Context: an optimization exercise on an open-source flow, tuned for small area, a short achievable clock period and few clock cycles per item. The choices shown serve that exercise and are no tape-out recipe.
The RTL was checked by simulation tests, not by an equivalence proof against the original design.
Power is estimated from default activity; no workload was simulated.

== run C ==
// rts_benes_solver
module rts_benes_solver #(
    parameter LOGN = 5,
    parameter N    = 1 << LOGN
) (
    input  wire                         clk,
    input  wire                         rst,
    input  wire                         start,
    input  wire [N-1:0]                 chart_valid,
    input  wire [N*LOGN-1:0]            chart_east,
    output wire                         ready,
    output reg                          done,
    output wire [2*(2*LOGN-1)*(N/2)-1:0] states
);
    localparam STAGES = 9;
    localparam HALF   = 16;
    localparam CELLS  = 144;
    localparam [1:0] P_IDLE = 2'd0, P_FILL = 2'd1, P_WALK = 2'd2;
    reg  [1:0]   phase;
    reg  [1:0]   lvl;                
    reg  [1:0]   grp;                
    reg  [159:0] p;                  
    reg  [31:0]  XF;                 
    reg  [31:0]  XB;                 
    reg  [3:0]   flag;               
    reg  [15:0]  asg;                
    reg  [15:0]  cin;                
    reg  [4:0]   eq1, eq2;           
    reg          q1v, q2v;
    reg  [CELLS-1:0] cr;             
    reg  [31:0]  vst;                
    reg  [31:0]  used;               
    assign ready = (phase == P_IDLE);
    function integer rotl5;
        input integer x;
        input integer n;
        begin
            rotl5 = ((x << n) | (x >> (5 - n))) & 31;
        end
    endfunction
    function integer lowline;        
        input integer r;
        input integer d;
        begin
            lowline = (r % (1 << d)) + ((r >> d) << (d + 1));
        end
    endfunction
    function [31:0] below;
        input [31:0] v;
        reg [31:0] o;
        integer sh, b;
        begin
            o = v;
            for (sh = 1; sh < 32; sh = sh * 2)
                for (b = 0; b < 32; b = b + 1)
                    if ((b & sh) != 0)
                        o[b] = o[b] | o[(b & ~(sh - 1)) - 1];
            below = {o[30:0], 1'b0};
        end
    endfunction
    function [63:0] low2;
        input [31:0] v;
        reg [31:0] b1, v2;
        begin
            b1 = below(v);
            v2 = v & b1;
            low2[31:0]  = v & ~b1;
            low2[63:32] = v2 & ~below(v2);
        end
    endfunction
    function [4:0] enc32;
        input [31:0] v;
        integer b;
        begin
            enc32 = 5'd0;
  ...
clock: 10.0 ns
lec_check: 0
abc_area: 1
cap_margin: 40
core_margin: 2
core_utilization: 32
place_density: 0.5
setup_slack_margin: 5
slew_margin: 40
standard.sh (not shown) runs the stock make flow with config.mk's settings and CLKGATE_MAP_FILE= SYNTH_SCRIPT=/design/flow/synth_recipe.tcl, a recipe that flattens the netlist after the stock synthesis.
==> flow/flow/run.sh <==
#!/bin/bash
# Layout flow: the standard flow, unchanged except that the buffer placed
# on every input and output port is the platform's smallest buffer cell
# (sky130_fd_sc_hd__buf_1) instead of the default choice.
# standard.sh logs every ORFS step under orfs/logs; its own output goes to
# standard.log here.
export BUFFER_PORTS_ARGS="-buffer_cell sky130_fd_sc_hd__buf_1"
bash standard.sh > standard.log 2>&1
Testbench counts of run C, summed over its fixed seeds: cycles 8,515, solves 384.
Modified inputs, run E compared to run C
--- a/flow/design.v
+++ b/flow/design.v
@@ -12,15 +12,15 @@
     output wire [2*(2*LOGN-1)*(N/2)-1:0] states
 );
     localparam STAGES = 9;
     localparam HALF   = 16;
     localparam CELLS  = 144;
     localparam [1:0] P_IDLE = 2'd0, P_FILL = 2'd1, P_WALK = 2'd2;
     reg  [1:0]   phase;
-    reg  [1:0]   lvl;                
+    reg          l4, l3, l2;         
     reg  [1:0]   grp;                
     reg  [159:0] p;                  
     reg  [31:0]  XF;                 
     reg  [31:0]  XB;                 
     reg  [3:0]   flag;               
     reg  [15:0]  asg;                
     reg  [15:0]  cin;                
@@ -75,16 +75,14 @@
             for (b = 0; b < 32; b = b + 1)
                 if (v[b]) enc32 = enc32 | b[4:0];
         end
     endfunction
     wire idle = (phase == P_IDLE);
     wire fill = (phase == P_FILL);
     wire walk = (phase == P_WALK);
-    wire l4   = (lvl == 2'd0);
-    wire l3   = (lvl == 2'd1);
     wire [1:0]  gsel = idle ? 2'd0 : grp;
     reg  [7:0]  gfree, gd;
     integer wi;
     always @* begin
         gfree = 8'hff;
         for (wi = 0; wi < 32; wi = wi + 1) begin
             gd = 8'd1 << chart_east[5*wi +: 3];
@@ -207,23 +205,23 @@
             cin1[s]  = c1;
             cout0[s] = P2[0] ? ~y2[1] : ~P2[1];
             cout1[s] = P2[0] ? ~P2[1] : ~y2[1];
             mid0[s]  = P0[0];
             mid1[s]  = P2[0];
         end
     end
-    wire fin = walk && lvdone && (lvl == 2'd2);
+    wire fin = walk && lvdone && l2;
     reg [CELLS-1:0] crset;
     integer r, d, st, ll, sn;
     always @* begin
         crset = {CELLS{1'b0}};
         for (d = 2; d <= 4; d = d + 1) begin
             for (r = 0; r < 16; r = r + 1) begin
                 ll = rotl5(lowline(r, d), 4 - d);
-                if (walk && lvl == 4 - d) begin
+                if (walk && (d == 4 ? l4 : d == 3 ? l3 : l2)) begin
                     crset[(4 - d)*HALF + r] = c[ll];
                     crset[(4 + d)*HALF + r] = so[ll];
                 end
             end
         end
         for (r = 0; r < 16; r = r + 1) begin
             ll = lowline(r, 1);
@@ -342,23 +340,27 @@
             phase <= P_IDLE;
             done  <= 1'b0;
         end else begin
             done <= fin;
             case (phase)
             P_IDLE: begin
                 grp <= 2'd1;
-                lvl <= 2'd0;
+                l4 <= 1'b1;
+                l3 <= 1'b0;
+                l2 <= 1'b0;
                 if (start) phase <= full ? P_WALK : P_FILL;
             end
             P_FILL: begin
                 if (grp != 2'd0) grp <= grp + 1'b1;
                 if (fillend) phase <= P_WALK;
             end
             P_WALK: if (lvdone) begin
-                lvl <= lvl + 1'b1;
-                if (lvl == 2'd2) phase <= P_IDLE;
+                l4 <= 1'b0;
+                l3 <= l4;
+                l2 <= l3;
+                if (l2) phase <= P_IDLE;
             end
             default: phase <= P_IDLE;
             endcase
         end
     end
 endmodule
Results
Sequential cell count across run E and run C: no real change.
Combinational power grows by more than 10% when moving from run C to run E.
Comparing run E against run C, there is no change at all in number of library cell types mapped by synthesis.
Run E and run C ended up with roughly the same share of cell area taken by flip-flops and latches.
Between run C and run E, the flow reports routed wire length increasing by a few percent.
Comparing run E and run C, the higher maximum frequency is on run E.
Looking at end of the critical path, the flag[2] result is from run C; the flag[0] one comes from run E.
Testbench counts of run E, summed over its fixed seeds: cycles 8,515, solves 384.

[what the ideal ports hide]
In the flow no input, the clock included, has a driving cell. The finished layouts below were timed again as built, in two steps.
Step 1, drivers: a clkbuf_16 drives clk and a buf_2 each remaining input, both assumed.
Step 2, shift: input delay + t, output delay - t, t = (earliest + latest rising clock arrival at the registers) / 2. This alone moves slack from input paths to output paths.
Three values: ideal, step 1, step 2; two values: the first two.
run	t, ns	setup slack, ns	worst setup path after step 2	latest minus earliest clock arrival (ns)	slew at the worst register clock pin (ns)
run C	0.777	4.908 / 4.908 / 4.495	input to register	0.072 / 0.072	0.07 / 0.07
run E	0.786	4.923 / 4.923 / 4.557	input to register	0.033 / 0.033	0.07 / 0.07
After both steps every run listed still meets setup and hold. The setup slack of run C, which loses most, moves by 0.000 ns with the drivers and by -0.413 ns with both steps.
